Context: an optimization exercise on an open-source flow, tuned for small area, a short achievable clock period and few clock cycles per item. The choices shown serve that exercise and are no tape-out recipe.
Where RTL was checked, it was by simulation tests only, not by an equivalence proof against the original.

Design pagecode_dec, start of the top module:
module pagecode_dec (
  input  wire        clk,
  input  wire        rst,
  input  wire        in_valid,
  input  wire [7:0]  in_data,
  output reg         in_ready,
  output reg         out_valid,
  output reg         out_clean,
  output reg         out_poison,
  output reg         out_ok,
  output reg  [2:0]  out_count,
  output reg  [31:0] out_pos,
  output reg  [31:0] out_val
);
Size: about 83 I/O pins, about 24,000 um2 of cells after synthesis.
==> flow/config.mk <==
export PLATFORM = sky130hd
export DESIGN_NAME = pagecode_dec
export DESIGN_NICKNAME = pagecode_dec
export VERILOG_FILES = /design/flow/design.v
export SDC_FILE = /design/flow/constraint.sdc
export NUM_CORES = 4
export LEC_CHECK = 0
export CAP_MARGIN = 20
export CORE_MARGIN = 2
export CORE_UTILIZATION = 65
export SLEW_MARGIN = 20
==> flow/constraint.sdc <==
create_clock -name core_clock -period 12.0 [get_ports {clk}]
set_input_delay 2.4000 -clock core_clock [delete_from_list [all_inputs] [get_ports {clk}]]
set_output_delay 2.4000 -clock core_clock [all_outputs]
set_load 0.01 [all_outputs]
standard.sh (not shown) runs the stock make flow with config.mk's settings and CLKGATE_MAP_FILE= SYNTH_SCRIPT=/design/flow/synth_recipe.tcl, a recipe that flattens the netlist after the stock synthesis.
==> flow/flow/run.sh <==
#!/bin/bash
# The standard layout, with ORFS's repair_timing aiming at a setup slack
# margin of 8.5 ns, and buf_2 cells as the port buffers (the SDC, clock period
# and all other settings unchanged).
set -euo pipefail
export SETUP_SLACK_MARGIN=8.5
export BUFFER_PORTS_ARGS="-buffer_cell sky130_fd_sc_hd__buf_2"
bash standard.sh > standard_flow.log 2>&1
Then changed:
CORE_UTILIZATION = 40   (was 65)
Routed wire length shrinks by 2.0%.
Synthesized cell count stays the same.
Cell count rises by 11%.
Design area rose by 2.4%.
Function was not checked in any run of this note: the RTL went through the layout flow alone.

========
## the previous run
Another version of the RTL of pagecode_dec (not shown whole).
Size in the first run: about 2400 cells after synthesis, roughly 390 flip-flops, ~83 I/O pins.
==> flow/design.v (excerpt) <==
module pagecode_dec (
  input  wire        clk,
  input  wire        rst,
  input  wire        in_valid,
  input  wire [7:0]  in_data,
  output reg         in_ready,
  output reg         out_valid,
  output reg         out_clean,
  output reg         out_poison,
  output reg         out_ok,
  output reg  [2:0]  out_count,
  output reg  [31:0] out_pos,
  output reg  [31:0] out_val
);
  function automatic [7:0] gf_mul(input [7:0] a, input [7:0] b);
    integer i;
    reg [7:0] p, aa;
    begin
      p  = 8'h00;
      aa = a;
      for (i = 0; i < 8; i = i + 1) begin
        if (b[i]) p = p ^ aa;
        aa = {aa[6:0], 1'b0} ^ (aa[7] ? 8'h1d : 8'h00);
      end
      gf_mul = p;
    end
  endfunction
  function automatic [3:0] gf16_mul(input [3:0] a, input [3:0] b);
    reg [6:0] p;
    begin
      p = ({3'b0, a} & {7{b[0]}}) ^ ({2'b0, a, 1'b0} & {7{b[1]}}) ^
          ({1'b0, a, 2'b0} & {7{b[2]}}) ^ ({a, 3'b0} & {7{b[3]}});
      gf16_mul = p[3:0] ^ {p[6:4], 1'b0} ^ {1'b0, p[6:4]};
    end
  endfunction
  function automatic [11:0] gf_inv1(input [7:0] a);
    reg [7:0] c;
    reg [3:0] a1, a0, sq, s0;
    begin
      c[0] = a[0] ^ a[2] ^ a[4] ^ a[5] ^ a[6] ^ a[7];
      c[1] = a[2] ^ a[6] ^ a[7];
      c[2] = a[1] ^ a[2] ^ a[3] ^ a[4];
      c[3] = a[1] ^ a[4] ^ a[5] ^ a[6] ^ a[7];
  ...
clock: 12.0 ns
lec_check: 0
abc_clock_period_in_ps: 3600
cap_margin: 20
core_margin: 2
core_utilization: 40
slew_margin: 20
Scripts as last shown in full above: flow/flow/run.sh
The previous run: done, clean on timing, DRC and antenna
[inputs] the current run vs the previous run
# the previous run
export LEC_CHECK = 0
export ABC_CLOCK_PERIOD_IN_PS = 3600
export CAP_MARGIN = 20
export CORE_MARGIN = 2
export CORE_UTILIZATION = 40
export SLEW_MARGIN = 20
create_clock -name core_clock -period 12.0 [get_ports {clk}]
# the current run
export LEC_CHECK = 0
export CAP_MARGIN = 20
export CORE_MARGIN = 2
export CORE_UTILIZATION = 40
export SLEW_MARGIN = 20
create_clock -name core_clock -period 12.0 [get_ports {clk}]
Findings:
- For height of the chip, the previous run and the current run come out practically identical.
- Re number of top-level pins: no difference whatsoever between the previous run and the current run.
- Comparing the previous run against the current run, there is no change at all in aggregate routed wire length.
- Re utilization: no difference whatsoever between the current run and the previous run.
- On number of failing hold endpoints at the final stage, the current run and the previous run are basically level.
- Diff the current run..the previous run | area of the die | unchanged
- There was hardly any difference in path depth of the worst reg2reg path between the current run and the previous run.
- Buffer levels on the longest clock path of the previous run is on par with the current run.
- Taking the previous run as the reference, in the current run met2 wire length held, total negative slack held.
No functional check of the RTL was part of any run of this note.

========
Another version of the RTL of pagecode_dec (not shown whole).
For scale: about 3500 cells after synthesis, roughly 390 flip-flops, roughly 83 I/O pins, roughly 0.026 mm² of cells after synthesis.
export LEC_CHECK = 0
export ABC_AREA = 1
export CAP_MARGIN = 20
export CORE_MARGIN = 2
export CORE_UTILIZATION = 40
export SLEW_MARGIN = 20
create_clock -name core_clock -period 12.0 [get_ports {clk}]
Scripts as last shown in full above: flow/flow/run.sh
The starting point produced a clean layout.
Testbench counts at the start, summed over its fixed seeds: cycles 53,187, items 384.
Change:
--- a/flow/config.mk
+++ b/flow/config.mk
@@ -8 +7,0 @@
-export ABC_AREA = 1
@@ -11,0 +11,2 @@
+export CTS_CLUSTER_DIAMETER = 80
+export CTS_CLUSTER_SIZE = 20
What happened: The new run finished with timing, DRC and antenna clean; critical path depth does not change; worst hold slack improves by 0.066 ns; die area is lower by 8.1%; worst setup slack degrades by 0.016 ns; cell count is lower by 29%; maximum frequency is lower by 0.45%.
Change:
--- a/flow/config.mk
+++ b/flow/config.mk
@@ -11,2 +10,0 @@
-export CTS_CLUSTER_DIAMETER = 80
-export CTS_CLUSTER_SIZE = 20
The new run went through all stages and came out clean; clock-buffer cell count rises by 15; worst setup slack improves by 0.0042 ns; worst hold slack degrades by 0.0047 ns; synthesized area is unchanged.
Change:
--- a/flow/flow/run.sh
+++ b/flow/flow/run.sh
@@ -3 +3 @@
-# margin of 8.5 ns, and buf_2 cells as the port buffers (the SDC, clock period
+# margin of 8.3 ns, and buf_2 cells as the port buffers (the SDC, clock period
@@ -6 +6 @@
-export SETUP_SLACK_MARGIN=8.5
+export SETUP_SLACK_MARGIN=8.3
Final area drops slightly.
Critical path depth climbs by 7.
Flip-flop and latch count stays the same.
Maximum frequency drops by a few percent.
Worst setup slack got worse by 0.14 ns.
First-iteration DRC count drops by a few percent.
Die area is unchanged.
Synthesized cell count stays the same.
Change:
--- a/flow/flow/run.sh
+++ b/flow/flow/run.sh
@@ -3 +3 @@
-# margin of 8.3 ns, and buf_2 cells as the port buffers (the SDC, clock period
+# margin of 8.5 ns, and buf_2 cells as the port buffers (the SDC, clock period
@@ -6 +6 @@
-export SETUP_SLACK_MARGIN=8.3
+export SETUP_SLACK_MARGIN=8.5
--- a/flow/config.mk
+++ b/flow/config.mk
@@ -10,0 +11 @@
+export CTS_BUF_LIST = sky130_fd_sc_hd__clkbuf_8
Outcome: Sequential cell count stays the same; core utilization rose by 0.80 points; synthesized cell count stays the same; non-clock buffer count rose by 20; synthesized area does not change; die area does not change; critical path depth fell by 7; register-to-register slack gets better by 0.27 ns.

[what the ideal ports hide]
The flow's constraints put no driver on any port. The routed layouts listed below were extracted and timed again, unchanged, in two steps.
Step 1: set_driving_cell puts a clkbuf_16 on clk and a buf_2 on each other input, an assumption about the parent block.
Step 2 times the ports against the registers' clock, not the clock port: input delays grow and output delays shrink by t, the midpoint of the rising clock arrivals with the driver on.
a / b / c = ideal ports / drivers / drivers and shift; a / b = the first two.
| run | t (ns) | setup slack, ns | cell pins on the clock port's net |
|---|---|---|---|
| the first run of note 1 | 0.645 | 8.521 / 8.471 / 8.521 | 1 |
| the second run of note 1 | 0.656 | 8.511 / 8.449 / 8.656 | 1 |
| the previous run | 0.673 | 8.422 / 8.366 / 8.542 | 1 |
| the current run | 0.673 | 8.422 / 8.366 / 8.542 | 1 |
| the first run of note 3 | 0.641 | 8.534 / 8.479 / 8.496 | 1 |
| the second run of note 3 | 0.679 | 8.519 / 8.462 / 8.627 | 1 |
| the third run of note 3 | 0.653 | 8.523 / 8.470 / 8.635 | 1 |
| the fourth run of note 3 | 0.652 | 8.383 / 8.383 / 8.383 | 1 |
| the fifth run of note 3 | 0.728 | 8.465 / 8.409 / 8.653 | 1 |
After both steps setup and hold are still met in every run listed. The setup slack of the first run of note 3, which loses most, moves by -0.055 ns with the drivers and by -0.038 ns with both steps.
